What follows belongs to an exercise in optimizing a design on an open flow for small area, a short achievable clock period and few clock cycles per item; a production flow would make more cautious choices.
At most, simulation tests tie the RTL to the original design; equivalence was not proved.
For run 1, only the layout was checked, not whether the RTL still works.
No activity file was given, so power comes from the tool's default toggle rates.

<file path="flow/design.v">
module rts_benes_solver #(
    parameter LOGN = 5,
    parameter N    = 1 << LOGN
) (
    input  wire                         clk,
    input  wire                         rst,
    input  wire                         start,
    input  wire [N-1:0]                 chart_valid,
    input  wire [N*LOGN-1:0]            chart_east,
    output wire                         ready,
    output reg                          done,
    output wire [2*(2*LOGN-1)*(N/2)-1:0] states
);
    localparam STAGES = 9;
    localparam HALF   = 16;
    localparam CELLS  = 144;
    localparam [1:0] P_IDLE = 2'd0, P_FILL = 2'd1, P_WALK = 2'd2, P_FIN = 2'd3;
    reg  [1:0]   phase;
    reg  [1:0]   lvl;                
    reg  [1:0]   grp;                
    reg  [159:0] p;                  
    reg  [31:0]  XF;                 
    reg  [31:0]  XB;                 
    reg  [3:0]   pend;               
    reg  [3:0]   flag;               
    reg  [15:0]  asg;                
    reg  [15:0]  cin;                
    reg  [4:0]   eq1, eq2;           
    reg          q1v, q2v;
    reg  [CELLS-1:0] cr;             
    reg  [31:0]  vst;                
    reg  [31:0]  litA, litB;         
    assign ready = (phase == P_IDLE);
    function integer rotl5;
        input integer x;
        input integer n;
        begin
            rotl5 = ((x << n) | (x >> (5 - n))) & 31;
        end
    endfunction
    function integer lowline;        
        input integer r;
        input integer d;
        begin
            lowline = (r % (1 << d)) + ((r >> d) << (d + 1));
        end
    endfunction
    function [63:0] low2;
        input [31:0] v;
        reg [31:0] o, t, o2, t2;
        integer sh, b;
        begin
            o = v; t = 32'd0;
            for (sh = 1; sh < 32; sh = sh * 2) begin
                o2 = o; t2 = t;
                for (b = sh; b < 32; b = b + 1) begin
                    o2[b] = o[b] | o[b - sh];
                    t2[b] = t[b] | t[b - sh] | (o[b] & o[b - sh]);
                end
                o = o2; t = t2;
            end
            low2[31:0]  = v & ~{o[30:0], 1'b0};
            low2[63:32] = v & {o[30:0], 1'b0} & ~{t[30:0], 1'b0};
        end
    endfunction
    function [4:0] enc32;
        input [31:0] v;
        integer b;
        begin
            enc32 = 5'd0;
            for (b = 0; b < 32; b = b + 1)
                if (v[b]) enc32 = enc32 | b[4:0];
        end
    endfunction
    wire idle = (phase == P_IDLE);
    wire fill = (phase == P_FILL);
    wire walk = (phase == P_WALK);
    wire fin  = (phase == P_FIN);
    wire l4   = (lvl == 2'd0);
    wire l3   = (lvl == 2'd1);
    wire [1:0]  gsel = idle ? 2'd0 : grp;
    reg  [7:0]  gfree;
    integer wi, ei;
    always @* begin
        gfree = 8'hff;
        for (wi = 0; wi < 32; wi = wi + 1)
            for (ei = 0; ei < 8; ei = ei + 1)
                if (chart_east[5*wi +: 5] == {gsel, ei[2:0]} &&
                    (chart_valid[wi] || gsel != 2'd0 || ei != 0))
                    gfree[ei] = 1'b0;
    end
    reg  [31:0] gnew;
    always @* begin
        case (gsel)
        2'd0:    gnew = {24'd0, gfree};
        2'd1:    gnew = {16'd0, gfree, 8'd0};
        2'd2:    gnew = {8'd0, gfree, 16'd0};
        default: gnew = {gfree, 24'd0};
        endcase
    end
    wire [63:0] wl = low2(XF);
    wire [63:0] el = low2(XB);
    wire [31:0] W1 = wl[31:0] & {32{q1v}};
    wire [31:0] W2 = wl[63:32] & {32{q2v}};
    wire [31:0] wrem_n = XF & ~W1 & ~W2;
    wire [31:0] erem_n = (XB & ~el[31:0] & ~el[63:32]) | ((fill && grp != 2'd0) ? gnew : 32'd0);
    function [19:0] rd;
        input [31:0]  v;
        input [159:0] pp;
        input         f4, f3;
        reg [4:0] t [0:31];
        reg [4:0] g2 [0:3];
        reg [4:0] g3a, g3b, g4;
        integer jj, ss;
        begin
            for (jj = 0; jj < 32; jj = jj + 1)
                t[jj] = {5{v[jj]}} & pp[5*jj +: 5];
            for (ss = 0; ss < 4; ss = ss + 1)
                g2[ss] = t[ss] | t[ss+4] | t[ss+8] | t[ss+12] |
                         t[ss+16] | t[ss+20] | t[ss+24] | t[ss+28];
            g3a = g2[0] | g2[2];
            g3b = g2[1] | g2[3];
            g4  = g3a | g3b;
            rd[4:0]   = f4 ? g4 : f3 ? g3a : g2[0];
            rd[9:5]   = f4 ? g4 : f3 ? g3b : g2[1];
            rd[14:10] = f4 ? g4 : f3 ? g3a : g2[2];
            rd[19:15] = f4 ? g4 : f3 ? g3b : g2[3];
        end
    endfunction
    function [3:0] grpor;
        input [31:0] v;
        input        f4, f3;
        reg [3:0] g2;
        integer ss;
        begin
            for (ss = 0; ss < 4; ss = ss + 1)
                g2[ss] = v[ss] | v[ss+4] | v[ss+8] | v[ss+12] |
                         v[ss+16] | v[ss+20] | v[ss+24] | v[ss+28];
            grpor = f4 ? {4{|g2}} :
                    f3 ? {g2[1] | g2[3], g2[0] | g2[2], g2[1] | g2[3], g2[0] | g2[2]} : g2;
        end
    endfunction
    wire [3:0] pendc = l4 ? {4{pend[0]}} : l3 ? {pend[1:0], pend[1:0]} : pend;
    wire [3:0] flagc = l4 ? {4{flag[0]}} : l3 ? {flag[1:0], flag[1:0]} : flag;
    reg [31:0] xfp, bin, mf, mb, xbn, xfn;
    reg [19:0] yf, yb;
    reg [3:0]  act, cl, fl;
    reg [15:0] a, c, so, ns;
    reg        busy;
    integer j, s, q;
    always @* begin
        xfp = {XF[15:0], XF[31:16]};
        for (j = 0; j < 32; j = j + 1)
            bin[j] = pendc[j & 3] ? XF[j] : XB[j];
        yf = rd(xfp, p, l4, l3);
        yb = rd(bin, p, l4, l3);
        for (j = 0; j < 32; j = j + 1) begin
            mf[j] = (p[5*j +: 4] == yf[5*(j & 3) +: 4]) & ~xfp[j];
            mb[j] = (p[5*j +: 4] == yb[5*(j & 3) +: 4]) & ~bin[j];
        end
        xbn = {mb[15:0], mb[31:16]};
        act = grpor({16'd0, ~asg}, l4, l3);
        for (s = 0; s < 4; s = s + 1)
            cl[s] = flagc[s] | ~act[s] |
                    ((yf[5*s +: 4] == yb[5*s +: 4]) & (yf[5*s + 4] ^ yb[5*s + 4]));
        fl = grpor(mf & xbn, l4, l3);
        a = asg | XF[15:0] | XF[31:16] | XB[15:0] | XB[31:16];
        c = cin | XF[31:16] | XB[31:16];
        for (j = 0; j < 16; j = j + 1)
            so[j] = act[j & 3] &
                    (((yf[5*(j & 3) +: 4] == j) & ~yf[5*(j & 3) + 4]) |
                     ((yb[5*(j & 3) +: 4] == j) &  yb[5*(j & 3) + 4]));
        for (j = 0; j < 16; j = j + 1) begin
            busy = 1'b0;
            for (q = 0; q < j; q = q + 1)
                if (l4 || (l3 && ((q & 1) == (j & 1))) || ((q & 3) == (j & 3)))
                    busy = busy | ~a[q];
            ns[j] = ~a[j] & ~busy;
        end
        for (j = 0; j < 32; j = j + 1) begin
            xfn[j] = cl[j & 3] ? ((j < 16) ? ns[j] : 1'b0) : mf[j];
            if (cl[j & 3]) xbn[j] = 1'b0;
        end
    end
    wire lvdone = &a;
    reg [159:0] np;
    reg [4:0]   pe;
    integer k;
    always @* begin
        for (k = 0; k < 32; k = k + 1) begin
            pe = c[k & 15] ? p[5*(k ^ 16) +: 5] : p[5*k +: 5];
            np[5*rotl5(k, 1) +: 5] = {pe[3:0], k[4]};
        end
    end
    reg [7:0] cin1, cout0, cout1, mid0, mid1;
    reg [1:0] P0, P1, P2, P3, y2;
    reg       c1;
    always @* begin
        for (s = 0; s < 8; s = s + 1) begin
            P0 = p[5*(0 + s) + 3 +: 2];
            P1 = p[5*(8 + s) + 3 +: 2];
            P2 = p[5*(16 + s) + 3 +: 2];
            P3 = p[5*(24 + s) + 3 +: 2];
            c1 = (P3 == (P2 ^ 2'd2));
            y2 = c1 ? P1 : P3;
            cin1[s]  = c1;
            cout0[s] = P2[0] ? ~y2[1] : ~P2[1];
            cout1[s] = P2[0] ? ~P2[1] : ~y2[1];
            mid0[s]  = P0[0];
            mid1[s]  = P2[0];
        end
    end
    reg [CELLS-1:0] crset;
    integer r, d, st, ll, sn;
    always @* begin
        crset = {CELLS{1'b0}};
        for (d = 2; d <= 4; d = d + 1) begin
            for (r = 0; r < 16; r = r + 1) begin
                ll = rotl5(lowline(r, d), 4 - d);
                if (walk && lvl == 4 - d) begin
                    crset[(4 - d)*HALF + r] = c[ll];
                    crset[(4 + d)*HALF + r] = so[ll];
                end
            end
        end
        for (r = 0; r < 16; r = r + 1) begin
            ll = lowline(r, 1);
            sn = ll >> 2;
            if (fin) begin
                crset[3*HALF + r] = (ll & 1) ? cin1[sn] : 1'b0;
                crset[5*HALF + r] = (ll & 1) ? cout1[sn] : cout0[sn];
                crset[4*HALF + r] = (r & 1) ? mid1[r >> 1] : mid0[r >> 1];
            end
        end
    end
    function [31:0] stage_move;
        input [31:0] lit;
        input [15:0] x;
        input integer dim;
        integer rr, m0, m1;
        begin
            stage_move = lit;
            for (rr = 0; rr < 16; rr = rr + 1) begin
                m0 = lowline(rr, dim);
                m1 = m0 + (1 << dim);
                if (x[rr]) begin
                    stage_move[m0] = lit[m1];
                    stage_move[m1] = lit[m0];
                end
            end
        end
    endfunction
    function [15:0] stage_carry;
        input [31:0] lit;
        input integer dim;
        integer rr, m0;
        begin
            for (rr = 0; rr < 16; rr = rr + 1) begin
                m0 = lowline(rr, dim);
                stage_carry[rr] = lit[m0] | lit[m0 + (1 << dim)];
            end
        end
    endfunction
    wire [CELLS-1:0] crn = cr | crset;    
    wire [31:0] lit1  = stage_move(vst, cr[0*HALF +: 16], 4);
    wire [31:0] lit2  = stage_move(lit1, cr[1*HALF +: 16], 3);
    wire [31:0] litAn = stage_move(lit2, cr[2*HALF +: 16], 2);
    wire [31:0] lit4n = stage_move(litAn, crn[3*HALF +: 16], 1);
    wire [31:0] lit5n = stage_move(lit4n, crn[4*HALF +: 16], 0);
    wire [31:0] litBn = stage_move(lit5n, crn[5*HALF +: 16], 1);
    wire [31:0] o1 = stage_move(vst,  cr[0*HALF +: 16], 4);
    wire [31:0] o2 = stage_move(o1,   cr[1*HALF +: 16], 3);
    wire [31:0] o4 = stage_move(litA, cr[3*HALF +: 16], 1);
    wire [31:0] o5 = stage_move(o4,   cr[4*HALF +: 16], 0);
    wire [31:0] o7 = stage_move(litB, cr[6*HALF +: 16], 2);
    wire [31:0] o8 = stage_move(o7,   cr[7*HALF +: 16], 3);
    wire [CELLS-1:0] carries = {
        stage_carry(o8, 4), stage_carry(o7, 3), stage_carry(litB, 2),
        stage_carry(o5, 1), stage_carry(o4, 0), stage_carry(litA, 1),
        stage_carry(o2, 2), stage_carry(o1, 3), stage_carry(vst, 4)};
    genvar g;
    generate
        for (g = 0; g < CELLS; g = g + 1) begin : g_st
            assign states[2*g]     = cr[g];
            assign states[2*g + 1] = ~carries[g];
        end
    endgenerate
    reg [159:0] pnext;
    integer w;
    always @* begin
        for (w = 0; w < 32; w = w + 1) begin
            if (idle)
                pnext[5*w +: 5] = chart_east[5*w +: 5];
            else if (fill)
                pnext[5*w +: 5] = W1[w] ? eq1 : W2[w] ? eq2 : p[5*w +: 5];
            else
                pnext[5*w +: 5] = np[5*w +: 5];
        end
    end
    wire accept  = idle && start;
    wire full    = &chart_valid;
    wire fillend = fill && (wrem_n == 32'd0);
    wire lvend   = walk && lvdone;
    wire [31:0] xinit = (lvend && l4) ? 32'h3 : (lvend && l3) ? 32'hf : 32'h1;
    always @(posedge clk) begin
        if (idle || fill || lvend)
            p <= pnext;
        if ((idle && full) || fillend || lvend) begin
            XF   <= xinit;
            XB   <= 32'd0;
            pend <= 4'hf;
            flag <= 4'h0;
            asg  <= 16'd0;
            cin  <= 16'd0;
        end else if (idle) begin
            XF  <= ~chart_valid;
            XB  <= gnew;
            q1v <= 1'b0;
            q2v <= 1'b0;
        end else if (fill) begin
            XF  <= wrem_n;
            XB  <= erem_n;
            eq1 <= enc32(el[31:0]);
            eq2 <= enc32(el[63:32]);
            q1v <= |el[31:0];
            q2v <= |el[63:32];
        end else begin
            XF   <= xfn;
            XB   <= xbn;
            for (s = 0; s < 4; s = s + 1) begin
                pend[s] <= cl[s];
                flag[s] <= fl[s] & ~cl[s];
            end
            asg  <= a;
            cin  <= c;
        end
        if (accept) begin
            vst <= chart_valid;
            cr  <= {CELLS{1'b0}};
        end else begin
            cr  <= crn;
        end
        if (fin) begin
            litA <= litAn;
            litB <= litBn;
        end
        if (rst) begin
            phase <= P_IDLE;
            done  <= 1'b0;
        end else begin
            done <= fin;
            case (phase)
            P_IDLE: begin
                grp <= 2'd1;
                lvl <= 2'd0;
                if (start) phase <= full ? P_WALK : P_FILL;
            end
            P_FILL: begin
                if (grp != 2'd0) grp <= grp + 1'b1;
                if (fillend) phase <= P_WALK;
            end
            P_WALK: if (lvdone) begin
                lvl <= lvl + 1'b1;
                if (lvl == 2'd2) phase <= P_FIN;
            end
            default: phase <= P_IDLE;
            endcase
        end
    end
endmodule
</file>
<file path="flow/run.sh">
#!/bin/bash
# synth_recipe.tcl (not shown) runs the flow's synth.tcl, then flattens the netlist and writes it again
# the make line also repeats each setting of config.mk as NAME=value (left out here)
make -C /OpenROAD-flow-scripts/flow DESIGN_CONFIG=/design/flow/config.mk WORK_HOME=/design/flow/orfs CLKGATE_MAP_FILE= SYNTH_SCRIPT=/design/flow/synth_recipe.tcl finish
</file>
<file path="flow/config.mk">
export PLATFORM = sky130hd
export DESIGN_NAME = rts_benes_solver
export DESIGN_NICKNAME = rts_benes_solver
export VERILOG_FILES = /design/flow/design.v
export SDC_FILE = /design/flow/constraint.sdc
export NUM_CORES = 4
export LEC_CHECK = 0
export ABC_AREA = 1
export CAP_MARGIN = 20
export CORE_MARGIN = 2
export CORE_UTILIZATION = 35
export PLACE_DENSITY = 0.55
export SETUP_SLACK_MARGIN = 5
export SLEW_MARGIN = 20
</file>
<file path="flow/constraint.sdc">
create_clock -name core_clock -period 10.0 [get_ports {clk}]
set_input_delay 2.0000 -clock core_clock [delete_from_list [all_inputs] [get_ports {clk}]]
set_output_delay 2.0000 -clock core_clock [all_outputs]
set_load 0.01 [all_outputs]
</file>
==> results of run 1 <==
## power groups by stage
| stage | clock network [W] | logic, W | registers, W |
|---|---|---|---|
| after floorplan | 0 | 0.00866 | 0.00396 |
| after global placement | 0 | 0.0160 | 0.00490 |
| after detailed placement | 0 | 0.0160 | 0.00488 |
| after CTS | 0.00249 | 0.0161 | 0.00485 |
| after global routing | 0.00256 | 0.0178 | 0.00493 |
| final | 0.00250 | 0.0175 | 0.00505 |
## sequential cells by signal, summed over array words and instances (netlist names)
register  count
p           160
litA         32
cin          16
XB           32
lvl           2
litB         32
phase         2
grp           2
flag          4
XF           32
done          1
pend          4
q1v           1
eq2           5
asg          16
cr          136
q2v           1
vst          32
eq1           5
## worst max path at each step
stage | from | to | slack [ns] | depth (start not counted)
after floorplan | start | vst[0] | 5.98 | 4
after global placement | lvl[0] | flag[1] | 4.14 | 26
after detailed placement | lvl[0] | flag[1] | 4.15 | 26
after CTS | lvl[0] | cr[137] | 5.00 | 24
after global routing | XF[4] | q2v | 5.00 | 21
final | XF[17] | p[10] | 4.87 | 13
## synthesized netlist by cell type (12+ instances only)
| cell | number | share of area |
|---|---|---|
| clkbuf_1 | 199 | 0.016 |
| xor2_1 | 93 | 0.018 |
| nand4_1 | 112 | 0.015 |
| nor2_2 | 12 | 0.0017 |
| a31oi_1 | 136 | 0.019 |
| or2_2 | 24 | 0.0033 |
| nor3_1 | 130 | 0.014 |
| buf_2 | 51 | 0.0056 |
| o21ai_1 | 20 | 0.0022 |
| nand2_1 | 1947 | 0.16 |
| o2111ai_1 | 20 | 0.0039 |
| mux2i_1 | 54 | 0.012 |
| nor2_1 | 815 | 0.067 |
| o211ai_1 | 190 | 0.031 |
| o21ai_0 | 445 | 0.049 |
| edfxtp_1 | 272 | 0.18 |
| a21oi_1 | 408 | 0.045 |
| o22ai_1 | 88 | 0.012 |
| nand3_1 | 604 | 0.067 |
| inv_2 | 23 | 0.0019 |
| nand3b_1 | 36 | 0.0060 |
| dfxtp_1 | 243 | 0.11 |
| inv_1 | 930 | 0.077 |
| nor4_1 | 245 | 0.034 |
| nand2_2 | 35 | 0.0048 |
| and2_1 | 14 | 0.0019 |
| buf_1 | 27 | 0.0022 |
| a211oi_1 | 42 | 0.0069 |
| xnor2_1 | 30 | 0.0058 |
| buf_4 | 18 | 0.0030 |
## through the flow
| stage | cell area, um2 | utilization |
|---|---|---|
| 3_5_place_dp | 52100 | 0.404 |
| 2_1_floorplan | 45400 | - |
| 3_3_place_gp | 52100 | 0.404 |
| 5_1_grt | 55200 | 0.427 |
| 6_report | 55200 | 0.427 |
| 4_1_cts | 54600 | 0.423 |
## tightest hold or removal path: stages, from the launching register on
cell	delay, ns
dfxtp_1	0.31
inv_1	0.04
a21oi_1	0.05
## layout make-up
class / count / area (um2)
inverter: 965 / 3680
multi-input combinational: 5625 / 28100
clock buffer: 91 / 1820
fill: 14000 / 74000
timing repair buffer: 622 / 5990
sequential: 515 / 13000
antenna: 23 / 57.6
clock inverter: 32 / 355
tap: 1742 / 2180
## timing repair
action                     CTS  global route
gates cloned                 0             0
setup endpoints to repair  191           159
gates resized for setup     48            73
setup buffers               13            18
pin swaps                    3            10
## routing by layer
| layer | GRT usage | wire [um] |
|---|---|---|
| met5 | 0.000363 | 222 |
| met4 | 0.485 | 42400 |
| met3 | 0.211 | 50900 |
| met2 | 0.737 | 140000 |
| met1 | 0.596 | 125000 |
## cell families (layout without fill, tap and decap cells)
logic type	count (synthesis)	in the layout
AO/OA/AOI/OAI	1413	1413
buffers and inverters	1262	1710
adder cells (fa/ha/maj)	8	8
flip-flops	515	515
multiplexers	54	54
AND/OR/NAND/NOR	4019	4019
other	1	31
XOR/XNOR	123	123
## layout by cell type (no fill, tap or decap), types with 190 or more instances in the layout
master / n
nand2_1: 1929
inv_1: 923
nor2_1: 802
nand3_1: 593
clkdlybuf4s50_1: 476
o21ai_0: 438
a21oi_1: 400
edfxtp_1: 272
nor4_1: 241
dfxtp_1: 239
o211ai_1: 190
==> reports/qor.yml, run 1 <==
crit_top_cell: "buf_4"
start_util: 0.352
die_h_um: 364
worst_setup_path_end_kind: "register"
status: "complete, no violations"
synth-adder-area-share: 0.00220
worst_pin_slew_ns: 1.30
drive_gt1_frac: 0.0617
vias: 61500
root_buffer: "clkbuf_16"
netSwitchingFraction: 0.641
crit_type: "reg2reg"
hold_class: "reg2reg"
syn_area_per_cell_um2: 6.14
skew_ns: 0.0404
track_usage: 0.521
area_growth_syn_to_layout_pct: 21.5
min_path_cells: 2
ant_nets: 0
drc_errors: 0
p_per_area_nw_per_um2: 454
place.gp.congestion: 1.16
slew_violations: 0
period_share: 0.513
relSlewSlack: 0.123
synth_top_family_by_area: "simple AND/OR/NAND/NOR gates"
yosysSeqAreaShare: 0.287
critPathBufInv: 6
grt_setup_unrepaired: "false"
grt_max_degree: 122
yosys.area_share.simple: 0.385
ios: 485
syn_area_um2: 45400
synth_warnings: 5
pwr-share-comb: 0.699
min_from: "cr[142]"
rr_endpoint: "p[10]"
cts_tree: "done"
crit_required_ns: 10.34
cpPeakStageDelay_ns: 1.08
synth_flop_cell: "edfxtp_1"
dr.pass1.iters: 8
numCtsBuffers: 67
cts.sinks: 515
cp_max_fo: 26
htree_levels: 3
critPathTopFamily: "buffers and inverters"
min_period_ns: 5.13
synth_xor_area_frac: 0.0237
synth_cells: 7395
die_w_um: 364
async_flop_share: 0
worstSetupStartpointType: "register"
power_frac_clock: 0.100
core_area_um2: 129000
final.setup.worst_slack_ns: 4.87
ir_drop_mv: 0.318
cellLeakagePower_nw: 23.9
rows: 132
crit_chain: "inv_1 > nand4_1 > inv_1 > nor4_1 > nand4_1 > nor4_1 > buf_4 > nand2_1 > nand2_2 > buf_4 > clkinvlp_4 > buf_4 > a31oi_1"
grt_pass1_vias: 55100
max_freq_mhz: 195
antenna_found_initial: 42
ys_types: 67
p_sw_w: 0.0161
die_area_um2: 133000
synth_mux_area_frac: 0.0119
synth_edf_count: 272
nets: 7999
rrSetupSlack_ns: 4.87
worstReg2RegStart: "XF[17]"
post-place-ws_ns: 4.15
synth-seq-cells: 515
placement.io_buffers: 476
insertion_delay_ns: 0.73
synth_compound_area_frac: 0.182
cp.arrival_ns: 5.46
seq_power_share: 0.201
r2r_cells: 13
post_drt_wl_per_cell_um: 37.3
dp_cells: 9437
hold_violations: 0
drtIter0Drc: 10500
cap_violations: 0
setup_viol: 0
drt_wl_total_um: 359000
total_power_w: 0.0251
p_int_w: 0.00899
path_clk_slew_ns: 0.06
overflow: 0
whs_ns: 0.452
tns_ns: 0
hpwlAfterDp_um: 291000
grt_pass1_wl_um: 470000
slowest_stage: "dfxtp_1"
drt-vias-per-instance: 6.40
hold_end: "cr[142]"
holdBufCountCts: 0
cts_buffer_depth: 3
finalNonFillerCells: 9615
==> run 2: changes to the inputs <==
--- a/flow/design.v
+++ b/flow/design.v
@@ -16,3 +16,3 @@
     localparam CELLS  = 144;
-    localparam [1:0] P_IDLE = 2'd0, P_FILL = 2'd1, P_WALK = 2'd2, P_FIN = 2'd3;
+    localparam [1:0] P_IDLE = 2'd0, P_FILL = 2'd1, P_WALK = 2'd2;
     reg  [1:0]   phase;
@@ -23,3 +23,2 @@
     reg  [31:0]  XB;                 
-    reg  [3:0]   pend;               
     reg  [3:0]   flag;               
@@ -77,3 +76,2 @@
     wire walk = (phase == P_WALK);
-    wire fin  = (phase == P_FIN);
     wire l4   = (lvl == 2'd0);
@@ -142,5 +140,4 @@
     endfunction
-    wire [3:0] pendc = l4 ? {4{pend[0]}} : l3 ? {pend[1:0], pend[1:0]} : pend;
     wire [3:0] flagc = l4 ? {4{flag[0]}} : l3 ? {flag[1:0], flag[1:0]} : flag;
-    reg [31:0] xfp, bin, mf, mb, xbn, xfn;
+    reg [31:0] xfp, xbp, mf, mb, xbn, xfn;
     reg [19:0] yf, yb;
@@ -152,11 +149,10 @@
         xfp = {XF[15:0], XF[31:16]};
-        for (j = 0; j < 32; j = j + 1)
-            bin[j] = pendc[j & 3] ? XF[j] : XB[j];
+        xbp = {XB[15:0], XB[31:16]};
         yf = rd(xfp, p, l4, l3);
-        yb = rd(bin, p, l4, l3);
+        yb = rd(xbp, p, l4, l3);
         for (j = 0; j < 32; j = j + 1) begin
             mf[j] = (p[5*j +: 4] == yf[5*(j & 3) +: 4]) & ~xfp[j];
-            mb[j] = (p[5*j +: 4] == yb[5*(j & 3) +: 4]) & ~bin[j];
+            mb[j] = (p[5*j +: 4] == yb[5*(j & 3) +: 4]) & ~xbp[j];
         end
-        xbn = {mb[15:0], mb[31:16]};
+        xbn = mb;
         act = grpor({16'd0, ~asg}, l4, l3);
@@ -165,5 +161,5 @@
                     ((yf[5*s +: 4] == yb[5*s +: 4]) & (yf[5*s + 4] ^ yb[5*s + 4]));
-        fl = grpor(mf & xbn, l4, l3);
+        fl = grpor(mf & {mb[15:0], mb[31:16]}, l4, l3);
         a = asg | XF[15:0] | XF[31:16] | XB[15:0] | XB[31:16];
-        c = cin | XF[31:16] | XB[31:16];
+        c = cin | XF[31:16] | XB[15:0];
         for (j = 0; j < 16; j = j + 1)
@@ -181,3 +177,3 @@
             xfn[j] = cl[j & 3] ? ((j < 16) ? ns[j] : 1'b0) : mf[j];
-            if (cl[j & 3]) xbn[j] = 1'b0;
+            if (cl[j & 3]) xbn[j] = (j >= 16) ? ns[j - 16] : 1'b0;
         end
@@ -199,6 +195,6 @@
         for (s = 0; s < 8; s = s + 1) begin
-            P0 = p[5*(0 + s) + 3 +: 2];
-            P1 = p[5*(8 + s) + 3 +: 2];
-            P2 = p[5*(16 + s) + 3 +: 2];
-            P3 = p[5*(24 + s) + 3 +: 2];
+            P0 = np[5*(0 + s) + 3 +: 2];
+            P1 = np[5*(8 + s) + 3 +: 2];
+            P2 = np[5*(16 + s) + 3 +: 2];
+            P3 = np[5*(24 + s) + 3 +: 2];
             c1 = (P3 == (P2 ^ 2'd2));
@@ -212,2 +208,3 @@
     end
+    wire fin = walk && lvdone && (lvl == 2'd2);
     reg [CELLS-1:0] crset;
@@ -266,3 +263,3 @@
     wire [31:0] lit2  = stage_move(lit1, cr[1*HALF +: 16], 3);
-    wire [31:0] litAn = stage_move(lit2, cr[2*HALF +: 16], 2);
+    wire [31:0] litAn = stage_move(lit2, crn[2*HALF +: 16], 2);
     wire [31:0] lit4n = stage_move(litAn, crn[3*HALF +: 16], 1);
@@ -309,4 +306,3 @@
             XF   <= xinit;
-            XB   <= 32'd0;
-            pend <= 4'hf;
+            XB   <= {xinit[15:0], 16'd0};
             flag <= 4'h0;
@@ -329,6 +325,4 @@
             XB   <= xbn;
-            for (s = 0; s < 4; s = s + 1) begin
-                pend[s] <= cl[s];
+            for (s = 0; s < 4; s = s + 1)
                 flag[s] <= fl[s] & ~cl[s];
-            end
             asg  <= a;
@@ -363,3 +357,3 @@
                 lvl <= lvl + 1'b1;
-                if (lvl == 2'd2) phase <= P_FIN;
+                if (lvl == 2'd2) phase <= P_IDLE;
             end
--- a/flow/config.mk
+++ b/flow/config.mk
@@ -10,4 +10,4 @@
 export CORE_MARGIN = 2
-export CORE_UTILIZATION = 35
-export PLACE_DENSITY = 0.55
+export CORE_UTILIZATION = 30
+export PLACE_DENSITY = 0.5
 export SETUP_SLACK_MARGIN = 5
==> reports/qor.yml, run 2 <==
grt_pass1_vias: 55300  # +0.37%
nets: 8360  # +4.5%
drt-vias-per-instance: 6.08  # -4.9%
grt_max_degree: 140  # +15%
cellLeakagePower_nw: 25.7  # +7.5%
synth_common_cells: "2454 x nand2_1, 992 x inv_1, 878 x nor2_1, 630 x nand3_1, 463 x o21ai_0"
grt_pass1_wl_um: 504000  # +7.2%
min_period_ns: 5.14  # +0.0123 ns
drtIter0Drc: 11000  # +5.1%
syn_area_per_cell_um2: 5.89  # -4.0%
cap_violations: 0  # unchanged
largest_register_ffs: 160  # unchanged
max_freq_mhz: 195  # -0.24%
hold_class: "reg2reg"
synthTopCellsByArea: "nand2_1 20%, edfxtp_1 18%, dfxtp_1 11%"
hpwlAfterDp_um: 316000  # +8.7%
placement.io_buffers: 476  # unchanged
track_usage: 0.477  # -0.0440
antenna_found_initial: 54  # +29%
area_growth_syn_to_layout_pct: 22.6
die_area_um2: 155000  # +17%
core_area_um2: 150000  # +16%
hold_violations: 0  # unchanged
synth_warnings: 5  # unchanged
top_regs: "p: 160 flops, cr: 136 flops"
worstReg2RegStart: "XF[28]"
startpoint: "XF[28]"
htree_levels: 3  # unchanged
synth_flop_cell: "edfxtp_1"
root_buffer: "clkbuf_16"
worstSetupStartpointType: "register"
async_flop_share: 0  # unchanged
cts_buffer_depth: 3  # unchanged
whs_ns: 0.446  # -0.00655 ns
dp_cells: 10100  # +6.9%
crit_type: "reg2reg"
vias: 62400  # +1.4%
cts_tree: "done"
cp.arrival_ns: 5.77  # +0.31 ns
start_util: 0.303  # -0.0489
ant_nets: 0  # unchanged
drt_wl_total_um: 387000  # +8.0%
fillers: 16700  # +19%
ios: 485  # unchanged
syn_area_um2: 45500  # +0.20%
synth_top_area_cell: "nand2_1"
yosysSeqAreaShare: 0.285  # -0.00234
dr.pass1.iters: 9  # +1
overflow: 0  # unchanged
min_from: "cr[141]"
yosysMostFrequentCell: "nand2_1"
p_per_area_nw_per_um2: 255  # -44%
cts.sinks: 511  # -0.78%
final_common_cell: "nand2_1"
post_drt_wl_per_cell_um: 37.8  # +1.2%
yosysTopAreaCellShare: 0.202  # +0.0226
die_w_um: 393  # +8.0%
drive_gt1_frac: 0.0584  # -0.00326
rows: 142  # +7.6%
ir_drop_mv: 0.134  # -58%
total_power_w: 0.0142  # -43%
finalNonFillerCells: 10300  # +6.7%
synth-seq-cells: 511  # -0.78%
cp_max_fo: 14  # -46%
layout.cells.most_common_list: "2451 x nand2_1, 979 x inv_1, 870 x nor2_1"
relSlewSlack: 0.154  # +0.0304
tns_ns: 0  # unchanged
numCtsBuffers: 72  # +7.5%
slew_violations: 0  # unchanged
period_share: 0.514  # +0.00123
path_clk_slew_ns: 0.06  # about the same
setup_viol: 0  # unchanged
place.gp.congestion: 1.12  # -3.5%
crit_required_ns: 10.63  # +0.29 ns
synth_edf_count: 272  # unchanged
ys_types: 61  # -9.0%
grt_setup_unrepaired: "false"
worst_setup_path_end_kind: "register"
worst_pin_slew_ns: 1.26  # -0.0451 ns
die_h_um: 393  # +8.0%
drc_errors: 0  # unchanged
synth_cells: 7720  # +4.4%
regMostFlops: "p"
skew_ns: 0.0451  # +0.00469 ns
status: "complete, no violations"
insertion_delay_ns: 0.71  # -0.02 ns
-- run 2: per-stage QoR --
stage	area, um2	setup WS (ns)	util
2_1_floorplan	45500	6.04	-
3_3_place_gp	52900	4.22	0.352
3_5_place_dp	52900	4.20	0.352
4_1_cts	55500	5.00	0.369
5_1_grt	55800	5.00	0.371
6_report	55800	4.86	0.371
-- run 2: report_power, final --
| group | internal (W) | leakage [nW] | switching (W) | total [W] |
|---|---|---|---|---|
| registers | 0.00264 | 4.62 | 0.000725 | 0.00336 |
| logic | 0.00181 | 19.8 | 0.00618 | 0.00799 |
| clock network | 0.00169 | 1.25 | 0.00119 | 0.00289 |
-- run 2: logic make-up after synthesis --
kind of cell,share of synthesized area
DFF,0.285
AOI/OAI and AO/OA,0.161
and+or+nand+nor,0.412
adders and majority gates,0.00110
xor gates and xnor gates,0.0202
other,0.0000824
buffers and inverters,0.116
muxes,0.00528
-- run 2: cell type report --
| type | instances | area, um2 | share of cell area |
|---|---|---|---|
| clock buffer | 94 | 2040 | 0.0366 |
| timing repair buffer | 674 | 6300 | 0.113 |
| sequential | 511 | 13000 | 0.232 |
| inverter | 1023 | 3870 | 0.0694 |
| clock inverter | 39 | 536 | 0.00960 |
| tap | 2016 | 2520 | 0.0452 |
| multi-input combinational | 5879 | 27500 | 0.493 |
| antenna | 22 | 55.1 | 0.000987 |
-- run 2: worst max-delay path, stage by stage (launching register included) --
cell and delay [ns]:
dfxtp_1 0.45, buf_4 0.32, nand2_1 0.10, nand2_1 0.06
nor2_1 0.31, and2_1 0.53, nand3_1 0.74, nand2_2 0.65
nand2_1 0.09, nand2_1 0.10, nand3_1 0.13, nor2_1 0.37
nand2_1 0.12, nand2_1 0.09, nor2_1 0.06, nand2_1 0.36
nor2_1 0.10, nand3_1 0.25, nand3_1 0.12, nand2_1 0.07
-- run 2: final timing paths --
check                 end  slack [ns]  cells after the start
hold reg to reg   cr[141]        0.45                      2
setup reg to reg  flag[2]        4.86                     19
hold / removal    cr[141]        0.45                      2
setup / recovery  flag[2]        4.86                     19
-- run 2: per-layer routing --
| layer | vias to the layer above | track usage | share of wire |
|---|---|---|---|
| met5 | - | 0 | 0.00041 |
| met4 | 24 | 0.307 | 0.078 |
| met3 | 954 | 0.169 | 0.14 |
| met2 | 5024 | 0.663 | 0.39 |
| met1 | 30000 | 0.620 | 0.39 |
| li1 | 26300 | - | - |
-- run 2: repair_timing --
item / CTS / global route
pin swaps: 1 / 1
setup endpoints to repair: 112 / 52
setup buffers: 4 / 11
cloned: 1 / 0
resized for setup: 6 / 25
hold endpoints to repair: 0 / 0
hold buffers: 0 / 0
Testbench counts of run 2, summed over its fixed seeds: cycles 8,515, solves 384.
==> run 3: changes to the inputs <==
--- a/flow/design.v
+++ b/flow/design.v
@@ -30,3 +30,3 @@
     reg  [31:0]  vst;                
-    reg  [31:0]  litA, litB;         
+    reg  [31:0]  used;               
     assign ready = (phase == P_IDLE);
@@ -46,18 +46,23 @@
     endfunction
-    function [63:0] low2;
+    function [31:0] below;
         input [31:0] v;
-        reg [31:0] o, t, o2, t2;
+        reg [31:0] o;
         integer sh, b;
         begin
-            o = v; t = 32'd0;
-            for (sh = 1; sh < 32; sh = sh * 2) begin
-                o2 = o; t2 = t;
-                for (b = sh; b < 32; b = b + 1) begin
-                    o2[b] = o[b] | o[b - sh];
-                    t2[b] = t[b] | t[b - sh] | (o[b] & o[b - sh]);
-                end
-                o = o2; t = t2;
-            end
-            low2[31:0]  = v & ~{o[30:0], 1'b0};
-            low2[63:32] = v & {o[30:0], 1'b0} & ~{t[30:0], 1'b0};
+            o = v;
+            for (sh = 1; sh < 32; sh = sh * 2)
+                for (b = 0; b < 32; b = b + 1)
+                    if ((b & sh) != 0)
+                        o[b] = o[b] | o[(b & ~(sh - 1)) - 1];
+            below = {o[30:0], 1'b0};
+        end
+    endfunction
+    function [63:0] low2;
+        input [31:0] v;
+        reg [31:0] b1, v2;
+        begin
+            b1 = below(v);
+            v2 = v & b1;
+            low2[31:0]  = v & ~b1;
+            low2[63:32] = v2 & ~below(v2);
         end
@@ -79,11 +84,12 @@
     wire [1:0]  gsel = idle ? 2'd0 : grp;
-    reg  [7:0]  gfree;
-    integer wi, ei;
+    reg  [7:0]  gfree, gd;
+    integer wi;
     always @* begin
         gfree = 8'hff;
-        for (wi = 0; wi < 32; wi = wi + 1)
-            for (ei = 0; ei < 8; ei = ei + 1)
-                if (chart_east[5*wi +: 5] == {gsel, ei[2:0]} &&
-                    (chart_valid[wi] || gsel != 2'd0 || ei != 0))
-                    gfree[ei] = 1'b0;
+        for (wi = 0; wi < 32; wi = wi + 1) begin
+            gd = 8'd1 << chart_east[5*wi +: 3];
+            gd[0] = gd[0] & (chart_valid[wi] | chart_east[5*wi + 3] | chart_east[5*wi + 4]);
+            if (chart_east[5*wi + 3 +: 2] == gsel)
+                gfree = gfree & ~gd;
+        end
     end
@@ -100,4 +106,4 @@
     wire [63:0] el = low2(XB);
-    wire [31:0] W1 = wl[31:0] & {32{q1v}};
-    wire [31:0] W2 = wl[63:32] & {32{q2v}};
+    wire [31:0] W1 = wl[31:0] & {32{q1v & fill}};
+    wire [31:0] W2 = wl[63:32] & {32{q2v & fill}};
     wire [31:0] wrem_n = XF & ~W1 & ~W2;
@@ -145,3 +151,3 @@
     reg [15:0] a, c, so, ns;
-    reg        busy;
+    reg [15:0] z2, z3, z4;
     integer j, s, q;
@@ -169,7 +175,6 @@
         for (j = 0; j < 16; j = j + 1) begin
-            busy = 1'b0;
-            for (q = 0; q < j; q = q + 1)
-                if (l4 || (l3 && ((q & 1) == (j & 1))) || ((q & 3) == (j & 3)))
-                    busy = busy | ~a[q];
-            ns[j] = ~a[j] & ~busy;
+            z2[j] = (j >= 4) ? (z2[j - 4] | ~a[j - 4]) : 1'b0;
+            z3[j] = (j >= 2) ? (z2[j] | z2[j - 2] | ((j >= 2) ? ~a[j - 2] : 1'b0)) : 1'b0;
+            z4[j] = (j >= 1) ? (z3[j] | z3[j - 1] | ~a[j - 1]) : 1'b0;
+            ns[j] = ~a[j] & ~(l4 ? z4[j] : l3 ? z3[j] : z2[j]);
         end
@@ -261,18 +266,13 @@
     wire [CELLS-1:0] crn = cr | crset;    
-    wire [31:0] lit1  = stage_move(vst, cr[0*HALF +: 16], 4);
-    wire [31:0] lit2  = stage_move(lit1, cr[1*HALF +: 16], 3);
-    wire [31:0] litAn = stage_move(lit2, crn[2*HALF +: 16], 2);
-    wire [31:0] lit4n = stage_move(litAn, crn[3*HALF +: 16], 1);
-    wire [31:0] lit5n = stage_move(lit4n, crn[4*HALF +: 16], 0);
-    wire [31:0] litBn = stage_move(lit5n, crn[5*HALF +: 16], 1);
-    wire [31:0] o1 = stage_move(vst,  cr[0*HALF +: 16], 4);
-    wire [31:0] o2 = stage_move(o1,   cr[1*HALF +: 16], 3);
-    wire [31:0] o4 = stage_move(litA, cr[3*HALF +: 16], 1);
-    wire [31:0] o5 = stage_move(o4,   cr[4*HALF +: 16], 0);
-    wire [31:0] o7 = stage_move(litB, cr[6*HALF +: 16], 2);
-    wire [31:0] o8 = stage_move(o7,   cr[7*HALF +: 16], 3);
+    wire [31:0] f1 = stage_move(vst, cr[0*HALF +: 16], 4);
+    wire [31:0] f2 = stage_move(f1,  cr[1*HALF +: 16], 3);
+    wire [31:0] f3 = stage_move(f2,  cr[2*HALF +: 16], 2);
+    wire [31:0] f4 = stage_move(f3,  cr[3*HALF +: 16], 1);
+    wire [31:0] b8 = stage_move(used, cr[8*HALF +: 16], 4);
+    wire [31:0] b7 = stage_move(b8,  cr[7*HALF +: 16], 3);
+    wire [31:0] b6 = stage_move(b7,  cr[6*HALF +: 16], 2);
     wire [CELLS-1:0] carries = {
-        stage_carry(o8, 4), stage_carry(o7, 3), stage_carry(litB, 2),
-        stage_carry(o5, 1), stage_carry(o4, 0), stage_carry(litA, 1),
-        stage_carry(o2, 2), stage_carry(o1, 3), stage_carry(vst, 4)};
+        stage_carry(used, 4), stage_carry(b8, 3), stage_carry(b7, 2),
+        stage_carry(b6, 1), stage_carry(f4, 0), stage_carry(f3, 1),
+        stage_carry(f2, 2), stage_carry(f1, 3), stage_carry(vst, 4)};
     genvar g;
@@ -288,8 +288,7 @@
         for (w = 0; w < 32; w = w + 1) begin
-            if (idle)
-                pnext[5*w +: 5] = chart_east[5*w +: 5];
-            else if (fill)
-                pnext[5*w +: 5] = W1[w] ? eq1 : W2[w] ? eq2 : p[5*w +: 5];
-            else
+            if (walk)
                 pnext[5*w +: 5] = np[5*w +: 5];
+            else
+                pnext[5*w +: 5] = chart_east[5*w +: 5] | ({5{W1[w]}} & eq1) |
+                                  ({5{W2[w]}} & eq2);
         end
@@ -302,4 +301,5 @@
     always @(posedge clk) begin
-        if (idle || fill || lvend)
-            p <= pnext;
+        for (w = 0; w < 32; w = w + 1)
+            if (idle || lvend || W1[w] || W2[w])
+                p[5*w +: 5] <= pnext[5*w +: 5];
         if ((idle && full) || fillend || lvend) begin
@@ -336,6 +336,6 @@
         end
-        if (fin) begin
-            litA <= litAn;
-            litB <= litBn;
-        end
+        if (accept)
+            used <= full ? 32'hffffffff : ~gnew;
+        else if (fill && grp != 2'd0)
+            used <= used & ~gnew;
         if (rst) begin
--- a/flow/config.mk
+++ b/flow/config.mk
@@ -8,7 +8,7 @@
 export ABC_AREA = 1
-export CAP_MARGIN = 20
+export CAP_MARGIN = 40
 export CORE_MARGIN = 2
-export CORE_UTILIZATION = 30
+export CORE_UTILIZATION = 32
 export PLACE_DENSITY = 0.5
 export SETUP_SLACK_MARGIN = 5
-export SLEW_MARGIN = 20
+export SLEW_MARGIN = 40
==> reports/qor.yml, run 3 <==
status: "complete, no violations"
max_freq_mhz: 193  # -0.92%
area_growth_syn_to_layout_pct: 23.8
synthTopCellsByArea: "nand2_1 20%, edfxtp_1 17%, dfxtp_1 12%"
yosysSeqAreaShare: 0.289  # +0.00484
path_clk_slew_ns: 0.06  # about the same
p_per_area_nw_per_um2: 383  # +50%
top_usage_layer: "met2"
synth-seq-cells: 479  # -6.3%
synth_flop_cell: "edfxtp_1"
post_drt_wl_per_cell_um: 36.3  # -3.7%
place.gp.congestion: 1.13  # +0.82%
numCtsBuffers: 61  # -15%
setup_viol: 0  # unchanged
period_share: 0.519  # +0.00476
insertion_delay_ns: 0.74  # +0.03 ns
cellLeakagePower_nw: 23.4  # -8.9%
cp_max_fo: 37  # +23
synth_compound_area_frac: 0.166  # +0.00511
synth_top_family_by_area: "simple AND/OR/NAND/NOR gates"
overflow: 0  # unchanged
die_h_um: 364  # -7.5%
core_area_um2: 129000  # -14%
nets: 7610  # -9.0%
hold_class: "reg2reg"
cts.sinks: 479  # -6.3%
root_buffer: "clkbuf_16"
yosysMostFrequentCell: "nand2_1"
yosys.area_share.simple: 0.404  # -0.00810
die_area_um2: 132000  # -15%
syn_area_per_cell_um2: 5.92  # +0.50%
yosysTopAreaCellShare: 0.196  # -0.00661
synth_mux_area_frac: 0.00459  # -0.000688
cp.arrival_ns: 5.75  # -0.02 ns
regMostFlops: "p"
start_util: 0.321  # +0.0184
drt-vias-per-instance: 6.08  # about the same
vias: 56100  # -10%
ys_types: 65  # +6.6%
track_usage: 0.488  # +0.0102
syn_area_um2: 41400  # -9.0%
grt_max_degree: 148  # +5.7%
synth_xor_area_frac: 0.0218  # +0.00157
grt_setup_unrepaired: "true"
relSlewSlack: 0.231  # +0.0773
grtUsageMet1: 0.577  # -0.0439
slowest_stage: "nor2_1"
ios: 485  # unchanged
worst_pin_slew_ns: 1.15  # -0.107 ns
antenna_found_initial: 42  # -22%
synth_top_area_cell: "nand2_1"
drt_wl_total_um: 335000  # -13%
tns_ns: 0  # unchanged
ir_drop_mv: 0.213  # +59%
htree_levels: 2  # -1
min_period_ns: 5.19  # +0.0476 ns
grtUsageMet3: 0.195  # +0.0254
layout.cells.most_common_list: "2144 x nand2_1, 903 x inv_1, 896 x nor2_1"
drc_errors: 0  # unchanged
hpwlAfterDp_um: 272000  # -14%
hold_violations: 0  # unchanged
cts_buffer_depth: 3  # unchanged
synth_cells: 6993  # -9.4%
drtIter0Drc: 9467  # -14%
crit_type: "reg2reg"
placement.io_buffers: 476  # unchanged
cts_tree: "done"
final_common_cell: "nand2_1"
placed_area_um2: 48500  # -8.3%
synth-adder-area-share: 0.00121  # +0.000108
synth_edf_count: 240  # -12%
synth_warnings: 5  # unchanged
ant_nets: 0  # unchanged
grt_pass1_wl_um: 440000  # -13%
crit_top_cell: "nand2_1"
slew_violations: 0  # unchanged
dr.pass1.iters: 9  # unchanged
worst_setup_path_end_kind: "register"
cap_violations: 0  # unchanged
stdcell_area_um2: 51300  # -8.1%
cpPeakStageDelay_ns: 0.44  # -0.30 ns
met2_usage: 0.709  # +0.0461
synth_common_cells: "2161 x nand2_1, 920 x nor2_1, 909 x inv_1, 523 x nand3_1, 438 x o21ai_0"
crit_chain: "inv_1 > ha_1 > clkbuf_8 > inv_1 > nor2_1 > buf_4 > nand2_1 > nand2_1 > inv_1 > a211oi_1 > nand2_1 > nand3_1 > clkinvlp_4 > nand2_1 > o21ai_0 > nor2_1 > nor2_1"
top_regs: "p: 160 flops, cr: 136 flops"
largest_register_ffs: 160  # unchanged
rows: 132  # -7.0%
die_w_um: 364  # -7.5%
async_flop_share: 0  # unchanged
crit_required_ns: 10.56  # -0.07 ns
skew_ns: 0.0668  # +0.0217 ns
worstSetupStartpointType: "register"
grt_pass1_vias: 51000  # -7.8%
drive_gt1_frac: 0.0611  # +0.00270
run 3: cell types whose count changed after synthesis, sizes merged, moves of 30 or more:
cell / change
clkbuf: +57
nand3: -111
edfxtp: -32
inv: -97
nor2: +30
buf: -84
nand2: -318
a31oi: -79
a21oi: -39
o22ai: -39
o21ai: -37
nor4: -66
o211ai: -47
a221oi: +34
run 3: path summary, 6_finish.rpt:
check        slack (ns)      to  cells after the start    from
max reg2reg        4.81  XF[17]                     17  lvl[1]
min reg2reg        0.45  cr[78]                      2  cr[78]
max                4.81  XF[17]                     17  lvl[1]
min                0.45  cr[78]                      2  cr[78]
run 3: critical path: cells and delay by family (launching register included):
kind | cells | cell delay [ns]
flip-flops | 1 | 0.39
AND/OR/NAND/NOR | 8 | 2.22
AO/OA/AOI/OAI | 2 | 0.53
adder cells (fa/ha/maj) | 1 | 0.17
buffers and inverters | 6 | 1.69
run 3: layer usage:
| metal | up-vias | part of all wire | wire length [um] |
|---|---|---|---|
| li1 | 23800 | - | - |
| met1 | 26700 | 0.36 | 122000 |
| met2 | 4433 | 0.41 | 137000 |
| met3 | 1165 | 0.14 | 46200 |
| met4 | 38 | 0.089 | 29900 |
| met5 | - | 0.0025 | 835 |
run 3: report_power, final:
part	internal [W]	switching, W	total [W]
sequential	0.00289	0.00130	0.00419
clock	0.00139	0.00107	0.00246
combinational	0.00316	0.00982	0.0130
run 3: what timing repair did:
| action | in CTS | in global routing |
|---|---|---|
| hold buffers | 0 | 0 |
| pin swaps | 0 | 8 |
| cloned | 1 | 3 |
| buffers inserted | 3 | 10 |
| setup endpoints to repair | 93 | 110 |
| resized for setup | 42 | 79 |
run 3: final cells by class:
class / count / area [um2]
sequential: 479 / 12000
clock inverter: 40 / 473
fill: 14200 / 77700
tap: 1742 / 2180
multi-input combinational: 5307 / 25200
timing repair buffer: 634 / 6150
clock buffer: 76 / 1660
inverter: 928 / 3500
antenna: 22 / 55.1
run 3: logic make-up after synthesis:
logic type                 after synthesis
other                                    1
buffers and inverters                 1216
DFF                                    479
muxes                                   19
adders and majority gates                4
AOI/OAI and AO/OA                     1161
xor gates and xnor gates               103
and+or+nand+nor                       4010
run 3: per-stage QoR:
stage	setup WS, ns	utilization	power [W]	hold WS (ns)	std cells
3_5_place_dp	4.04	0.376	0.0160	0.440	9070
3_3_place_gp	3.16	0.374	0.0160	0.439	9063
4_1_cts	4.80	0.394	0.0185	0.450	9190
5_1_grt	4.93	0.397	0.0199	0.462	9210
6_report	4.81	0.397	0.0196	0.451	9228
2_1_floorplan	6.12	-	0.00973	0.444	7000
Testbench counts of run 3, summed over its fixed seeds: cycles 8,515, solves 384.
==> run 4: changes to the inputs <==
==> flow/flow/run.sh (new file) <==
#!/bin/bash
# Layout flow: the standard flow, unchanged except that the buffer placed
# on every input and output port is the platform's smallest buffer cell
# (sky130_fd_sc_hd__buf_1) instead of the default choice.
# standard.sh logs every ORFS step under orfs/logs; its own output goes to
# standard.log here.
export BUFFER_PORTS_ARGS="-buffer_cell sky130_fd_sc_hd__buf_1"
bash standard.sh > standard.log 2>&1
==> flow/standard.sh (new file) <==
#!/bin/bash
# synth_recipe.tcl (not shown) runs the flow's synth.tcl, then flattens the netlist and writes it again
# the make line also repeats each setting of config.mk as NAME=value (left out here)
make -C /OpenROAD-flow-scripts/flow DESIGN_CONFIG=/design/flow/config.mk WORK_HOME=/design/flow/orfs CLKGATE_MAP_FILE= SYNTH_SCRIPT=/design/flow/synth_recipe.tcl "${@:-finish}"
removed: flow/run.sh
==> reports/qor.yml, run 4 <==
status: "complete, no violations"
yosysTopAreaCellShare: 0.196  # unchanged
placement.io_buffers: 476  # unchanged
core_area_um2: 129000  # unchanged
min_period_ns: 5.09  # -0.0954 ns
rows: 132  # unchanged
drt-vias-per-instance: 6.05  # -0.48%
worst_pin_slew_ns: 1.04  # -0.110 ns
relSlewSlack: 0.305  # +0.0734
tns_ns: 0  # unchanged
insertion_delay_ns: 0.74  # about the same
syn_area_per_cell_um2: 5.92  # unchanged
ir_drop_mv: 0.190  # -11%
hold_violations: 0  # unchanged
die_w_um: 364  # unchanged
worst_setup_path_end_kind: "register"
synthTopCellsByArea: "nand2_1 20%, edfxtp_1 17%, dfxtp_1 12%"
crit_required_ns: 10.60  # +0.04 ns
nets: 7591  # -0.25%
cts.sinks: 479  # unchanged
die_area_um2: 132000  # unchanged
dp_cells: 9061  # -0.099%
overflow: 0  # unchanged
top_regs: "p: 160 flops, cr: 136 flops"
multi_input_area_um2: 25100  # -0.41%
synth_top_area_cell: "nand2_1"
largest_register_ffs: 160  # unchanged
whs_ns: 0.449  # -0.00146 ns
cp.arrival_ns: 5.69  # -0.06 ns
r2r_cells: 21  # +4
startpoint: "lvl[1]"
yosysMostFrequentCell: "nand2_1"
grt_max_degree: 152  # +2.7%
worstSetupStartpointType: "register"
synth_cells: 6993  # unchanged
setup_viol: 0  # unchanged
crit_type: "reg2reg"
layout.cells.most_common_list: "2151 x nand2_1, 904 x inv_1, 899 x nor2_1"
synth_common_cells: "2161 x nand2_1, 920 x nor2_1, 909 x inv_1, 523 x nand3_1, 438 x o21ai_0"
yosysSeqAreaShare: 0.289  # unchanged
drive_gt1_frac: 0.0537  # -0.00737
grt_setup_unrepaired: "false"
cts_buffer_depth: 3  # unchanged
cellLeakagePower_nw: 21.9  # -6.4%
cp_max_fo: 37  # unchanged
period_share: 0.509  # -0.00954
post-place-ws_ns: 4.50  # +0.460 ns
hold_class: "reg2reg"
ant_nets: 0  # unchanged
area_growth_syn_to_layout_pct: 15.4
hpwlAfterDp_um: 264000  # -2.9%
track_usage: 0.468  # -0.0195
regArea_um2: 12000  # about the same
cap_violations: 0  # unchanged
rr_endpoint: "flag[2]"
worstReg2RegStart: "lvl[1]"
synth_warnings: 5  # unchanged
ios: 485  # unchanged
slew_violations: 0  # unchanged
drc_errors: 0  # unchanged
start_util: 0.321  # unchanged
final.setup.worst_slack_ns: 4.91  # +0.0954 ns
antenna_found_initial: 34  # -19%
regMostFlops: "p"
path_clk_slew_ns: 0.06  # about the same
fillers: 14600  # +2.6%
p_per_area_nw_per_um2: 392  # +2.3%
dr.pass1.iters: 7  # -2
root_buffer: "clkbuf_16"
skew_ns: 0.0709  # +0.00415 ns
htree_levels: 2  # unchanged
async_flop_share: 0  # unchanged
die_h_um: 364  # unchanged
grt_pass1_vias: 49900  # -2.0%
grt_pass1_wl_um: 425000  # -3.6%
synth-seq-cells: 479  # unchanged
crit_path_end: "flag[2]"
synth_flop_cell: "edfxtp_1"
drtIter0Drc: 9054  # -4.4%
cts_tree: "done"
vias: 55700  # -0.69%
finalNonFillerCells: 9209  # -0.21%
rrSetupSlack_ns: 4.91  # +0.10 ns
max_freq_mhz: 196  # +1.9%
drt_wl_total_um: 323000  # -3.6%
final_common_cell: "nand2_1"
numCtsBuffers: 61  # unchanged
place.gp.congestion: 1.14  # +0.68%
post_drt_wl_per_cell_um: 35.1  # -3.4%
syn_area_um2: 41400  # unchanged
synth_edf_count: 240  # unchanged
ys_types: 65  # unchanged
run 4: kinds of logic (layout without fill, tap and decap cells):
kind of cell	count (synthesis)	count (layout)	share of synthesized area
and+or+nand+nor	4010	4012	0.404
buffers and inverters	1216	1659	0.113
AOI/OAI and AO/OA	1161	1161	0.166
DFF	479	479	0.289
xor gates and xnor gates	103	103	0.0218
muxes	19	19	0.00459
adders and majority gates	4	4	0.00121
other	1	30	0.0000905
run 4: worst min path at each step:
| stage | start | to | cells after the start |
|---|---|---|---|
| 6_report | cr[78] | cr[78] | 2 |
| 5_1_grt | cr[64] | cr[64] | 2 |
| 4_1_cts | cr[78] | cr[78] | 2 |
| 3_5_place_dp | cr[78] | cr[78] | 2 |
| 3_3_place_gp | cr[78] | cr[78] | 2 |
| 2_1_floorplan | cin[10] | cin[10] | 2 |
run 4: timing repair:
| item | in CTS | in global routing |
|---|---|---|
| resized for setup | 12 | 27 |
| hold buffers | 0 | 0 |
| cloned | 0 | 2 |
| pin swaps | 0 | 2 |
| buffers inserted | 3 | 2 |
| setup endpoints to repair | 68 | 70 |
run 4: area by class of cell:
class | count | share of cell area
clock buffers | 96 | 0.0379
clock inverters | 20 | 0.00487
multi-input cells | 5307 | 0.526
inverters | 928 | 0.0731
diodes | 22 | 0.00115
flip-flops and latches | 479 | 0.251
well taps | 1742 | 0.0456
repair buffers | 615 | 0.0609
run 4: metrics by stage:
stage | total power, W | instance area, um2 | utilization
6_report | 0.0187 | 47800 | 0.371
2_1_floorplan | 0.00973 | 41500 | -
5_1_grt | 0.0191 | 47800 | 0.370
4_1_cts | 0.0178 | 47600 | 0.369
3_3_place_gp | 0.0155 | 45300 | 0.351
3_5_place_dp | 0.0154 | 45400 | 0.352
run 4: worst max-delay path: stages, from the launching register on:
cell      delay (ns)
edfxtp_1        0.39
inv_1           0.13
ha_1            0.15
buf_4           0.50
inv_1           0.08
buf_4           0.26
nor2_4          0.34
buf_4           0.31
nand2_1         0.38
nand3_1         0.36
nand2_1         0.27
inv_1           0.13
nand3_1         0.08
nor2_1          0.37
nand2_1         0.11
nand2_1         0.09
nor2_1          0.04
nand2_1         0.30
nor2_1          0.09
nand3_1         0.33
nand2_1         0.12
a21oi_1         0.13
run 4: report_power, final:
part / internal (W) / total, W / leakage, nW / switching (W)
Sequential: 0.00289 / 0.00419 / 4.31 / 0.00129
Combinational: 0.00270 / 0.0122 / 16.6 / 0.00950
Clock: 0.00132 / 0.00234 / 0.997 / 0.00101
run 4: layer usage:
layer	track usage	up-vias	wire, um
li1	-	23800	-
met1	0.553	26500	118000
met2	0.681	4236	130000
met3	0.184	1178	43800
met4	0.352	26	30400
met5	0.0120	-	385
==> run 5: changes to the inputs <==
--- a/flow/config.mk
+++ b/flow/config.mk
@@ -11,2 +11,3 @@
 export CORE_UTILIZATION = 32
+export CTS_BUF_LIST = sky130_fd_sc_hd__clkbuf_8
 export PLACE_DENSITY = 0.5
==> reports/qor.yml, run 5 <==
dr.pass1.iters: 10  # +3
fillers: 14600  # +0.29%
crit_required_ns: 8.00  # -2.60 ns
grt_pass1_wl_um: 426000  # +0.35%
insertion_delay_ns: 0.88  # +0.14 ns
cellLeakagePower_nw: 22.0  # +0.63%
placed_area_um2: 45400  # unchanged
period_share: 0.509  # about the same
synth_common_cells: "2161 x nand2_1, 920 x nor2_1, 909 x inv_1, 523 x nand3_1, 438 x o21ai_0"
layout.cells.most_common_list: "2151 x nand2_1, 929 x inv_1, 897 x nor2_1"
syn_area_per_cell_um2: 5.92  # unchanged
worst_pin_slew_ns: 1.03  # -0.0112 ns
grt_setup_unrepaired: "true"
track_usage: 0.471  # +0.00255
synthTopCellsByArea: "nand2_1 20%, edfxtp_1 17%, dfxtp_1 12%"
ys_types: 65  # unchanged
r2r_cells: 19  # -9.5%
cpPeakStageDelay_ns: 0.40  # -0.10 ns
ios: 485  # unchanged
cts.sinks: 479  # unchanged
regMostFlops: "p"
hold_class: "reg2reg"
drt-vias-per-instance: 6.05  # about the same
max_freq_mhz: 196  # about the same
rrSetupSlack_ns: 4.97  # +0.06 ns
yosysTopAreaCellShare: 0.196  # unchanged
ir_drop_mv: 0.172  # -9.9%
worst_setup_path_end_kind: "primary output"
finalNonFillerCells: 9266  # +0.62%
post_drt_wl_per_cell_um: 35.0  # -0.16%
dp_cells: 9061  # unchanged
p_per_area_nw_per_um2: 390  # -0.32%
tns_ns: 0  # unchanged
async_flop_share: 0  # unchanged
synth_top_area_cell: "nand2_1"
path_clk_slew_ns: 0.08  # +0.02 ns
cp.arrival_ns: 3.09  # -2.60 ns
setup_viol: 0  # unchanged
cap_violations: 0  # unchanged
skew_ns: 0.0768  # +0.00584 ns
yosysMostFrequentCell: "nand2_1"
cts_buffer_depth: 3  # unchanged
crit_type: "reg2out"
critPathTopFamily: "buffers and inverters"
hold_violations: 0  # unchanged
nets: 7624  # +0.43%
worstReg2RegStart: "phase[1]"
rows: 132  # unchanged
min_period_ns: 5.09  # +0.00192 ns
min_from: "cr[78]"
synth-seq-cells: 479  # unchanged
area_growth_syn_to_layout_pct: 15.4  # about the same
critPathBufInv: 7  # +1
relSlewSlack: 0.307  # +0.00277
root_buffer: "clkbuf_8"
hpwlAfterDp_um: 264000  # unchanged
cp_max_fo: 47  # +27%
rr_endpoint: "XB[17]"
drtIter0Drc: 9002  # -0.57%
overflow: 0  # unchanged
ant_nets: 0  # unchanged
top_regs: "p: 160 flops, cr: 136 flops"
synth_cells: 6993  # unchanged
largest_register_ffs: 160  # unchanged
drc_errors: 0  # unchanged
die_area_um2: 132000  # unchanged
htree_levels: 3  # +1
die_h_um: 364  # unchanged
place.gp.congestion: 1.14  # unchanged
syn_area_um2: 41400  # unchanged
holdBufCountCts: 0  # unchanged
placement.io_buffers: 476  # unchanged
vias: 56000  # +0.55%
drive_gt1_frac: 0.0600  # +0.00622
status: "complete, no violations"
worstSetupStartpointType: "register"
whs_ns: 0.451  # +0.00131 ns
antenna_found_initial: 35  # +2.9%
synth_warnings: 5  # unchanged
slowest_stage: "buf_4"
grt_pass1_vias: 50200  # +0.51%
cts_tree: "done"
total_power_w: 0.0187  # -0.39%
core_area_um2: 129000  # unchanged
crit_chain: "buf_8 > inv_1 > nand2_2 > buf_4 > buf_8 > inv_1 > buf_4 > buf_1"
slew_violations: 0  # unchanged
drt_wl_total_um: 325000  # +0.46%
numCtsBuffers: 94  # +54%
stdcell_area_um2: 47800  # about the same
yosysSeqAreaShare: 0.289  # unchanged
start_util: 0.321  # unchanged
hold_end: "cr[78]"
die_w_um: 364  # unchanged
synth_flop_cell: "edfxtp_1"
grt_max_degree: 152  # unchanged
min_path_cells: 2  # unchanged
synth_edf_count: 240  # unchanged
final_common_cell: "nand2_1"
==> run 5: report_power, final <==
group / leakage [nW] / internal [W] / switching (W)
Sequential: 4.31 / 0.00289 / 0.00129
Clock: 1.14 / 0.00117 / 0.00109
Combinational: 16.6 / 0.00270 / 0.00952
Total: 22.0 / 0.00676 / 0.0119
==> run 5: per-stage QoR <==
step | utilization | worst slack (ns)
floorplan | - | 6.12
global placement | 0.351 | 3.93
detailed placement | 0.352 | 4.50
CTS | 0.369 | 4.88
global route | 0.370 | 4.94
finish | 0.370 | 4.91
==> run 5: worst max path at each step <==
| stage | from | end | slack [ns] | cells after the start |
|---|---|---|---|---|
| detailed placement | chart_east[79] | XB[27] | 4.50 | 17 |
| global route | phase[1] | ready | 4.94 | 8 |
| global placement | phase[1] | XB[6] | 3.93 | 15 |
| CTS | phase[1] | ready | 4.88 | 8 |
| finish | phase[1] | ready | 4.91 | 8 |
| floorplan | start | vst[0] | 6.12 | 3 |
==> run 5: layout make-up <==
class                   instances  area [um2]  share of cell area
clock inverters                62         450             0.00943
repair buffers                615        2910              0.0608
well taps                    1742        2180              0.0456
flip-flops and latches        479       12000               0.251
diodes                         18        45.0            0.000943
clock buffers                 115        1580              0.0331
multi-input cells            5307       25100               0.526
inverters                     928        3500              0.0732
==> run 5: cells by family (layout without fill, tap and decap cells) <==
kind of cell / Yosys count / count (layout) / synth area share
compound gates: 1161 / 1161 / 0.166
xor+xnor: 103 / 103 / 0.0218
fa+ha+maj: 4 / 4 / 0.00121
buf+inv: 1216 / 1720 / 0.113
flops: 479 / 479 / 0.289
mux: 19 / 19 / 0.00459
other cells: 1 / 26 / 0.0000905
simple gates: 4010 / 4012 / 0.404
==> run 5: tightest hold or removal path: stages (launching register included) <==
cell and delay [ns]:
dfxtp_1 0.31, inv_1 0.04, a21oi_1 0.05
==> run 5: routing by layer <==
layer / wire length (um) / global-route usage / share of wire / vias up
met5: 364 / 0 / 0.0011 / -
li1: - / - / - / 23800
met1: 120000 / 0.560 / 0.37 / 26700
met2: 131000 / 0.681 / 0.40 / 4297
met3: 43200 / 0.182 / 0.13 / 1231
met4: 30800 / 0.359 / 0.095 / 36
==> run 5: timing repair <==
action,in CTS,in global routing
pin swaps,0,2
setup endpoints to repair,69,73
resized for setup,10,35
setup buffers,3,4
cloned,0,2

## separate check: timing with driven ports
How much do the figures lean on ideal ports? The routed layouts below were timed once more, with nothing changed but the port constraints. Step 1 (the two cells are an assumption about what drives the block):
set clk [get_ports {clk}]
set_driving_cell -lib_cell sky130_fd_sc_hd__clkbuf_16 $clk
set_driving_cell -lib_cell sky130_fd_sc_hd__buf_2 [delete_from_list [all_inputs] $clk]
Step 2 adds t to the input delays and takes it off the output delays; t is the mean of the earliest and latest rising clock arrival at the registers after step 1. Input paths then give back, and output paths get back, about the clock's delay inside the block. Slacks: ideal ports / drivers / drivers and shift; pairs: ideal ports / drivers.
run	shift t [ns]	setup WS [ns]	clock arrival spread, ns
run 1	0.793	4.873 / 4.846 / 4.253	0.040 / 0.040
run 2	0.778	4.860 / 4.860 / 4.188	0.047 / 0.046
run 3	0.805	4.813 / 4.813 / 4.165	0.067 / 0.067
run 4	0.777	4.908 / 4.908 / 4.495	0.072 / 0.072
run 5	0.921	4.906 / 4.827 / 4.370	0.077 / 0.076
After both steps every run listed still meets setup and hold. For run 2, which loses most, drivers alone change the setup slack by 0.000 ns; drivers and shift together by -0.672 ns.
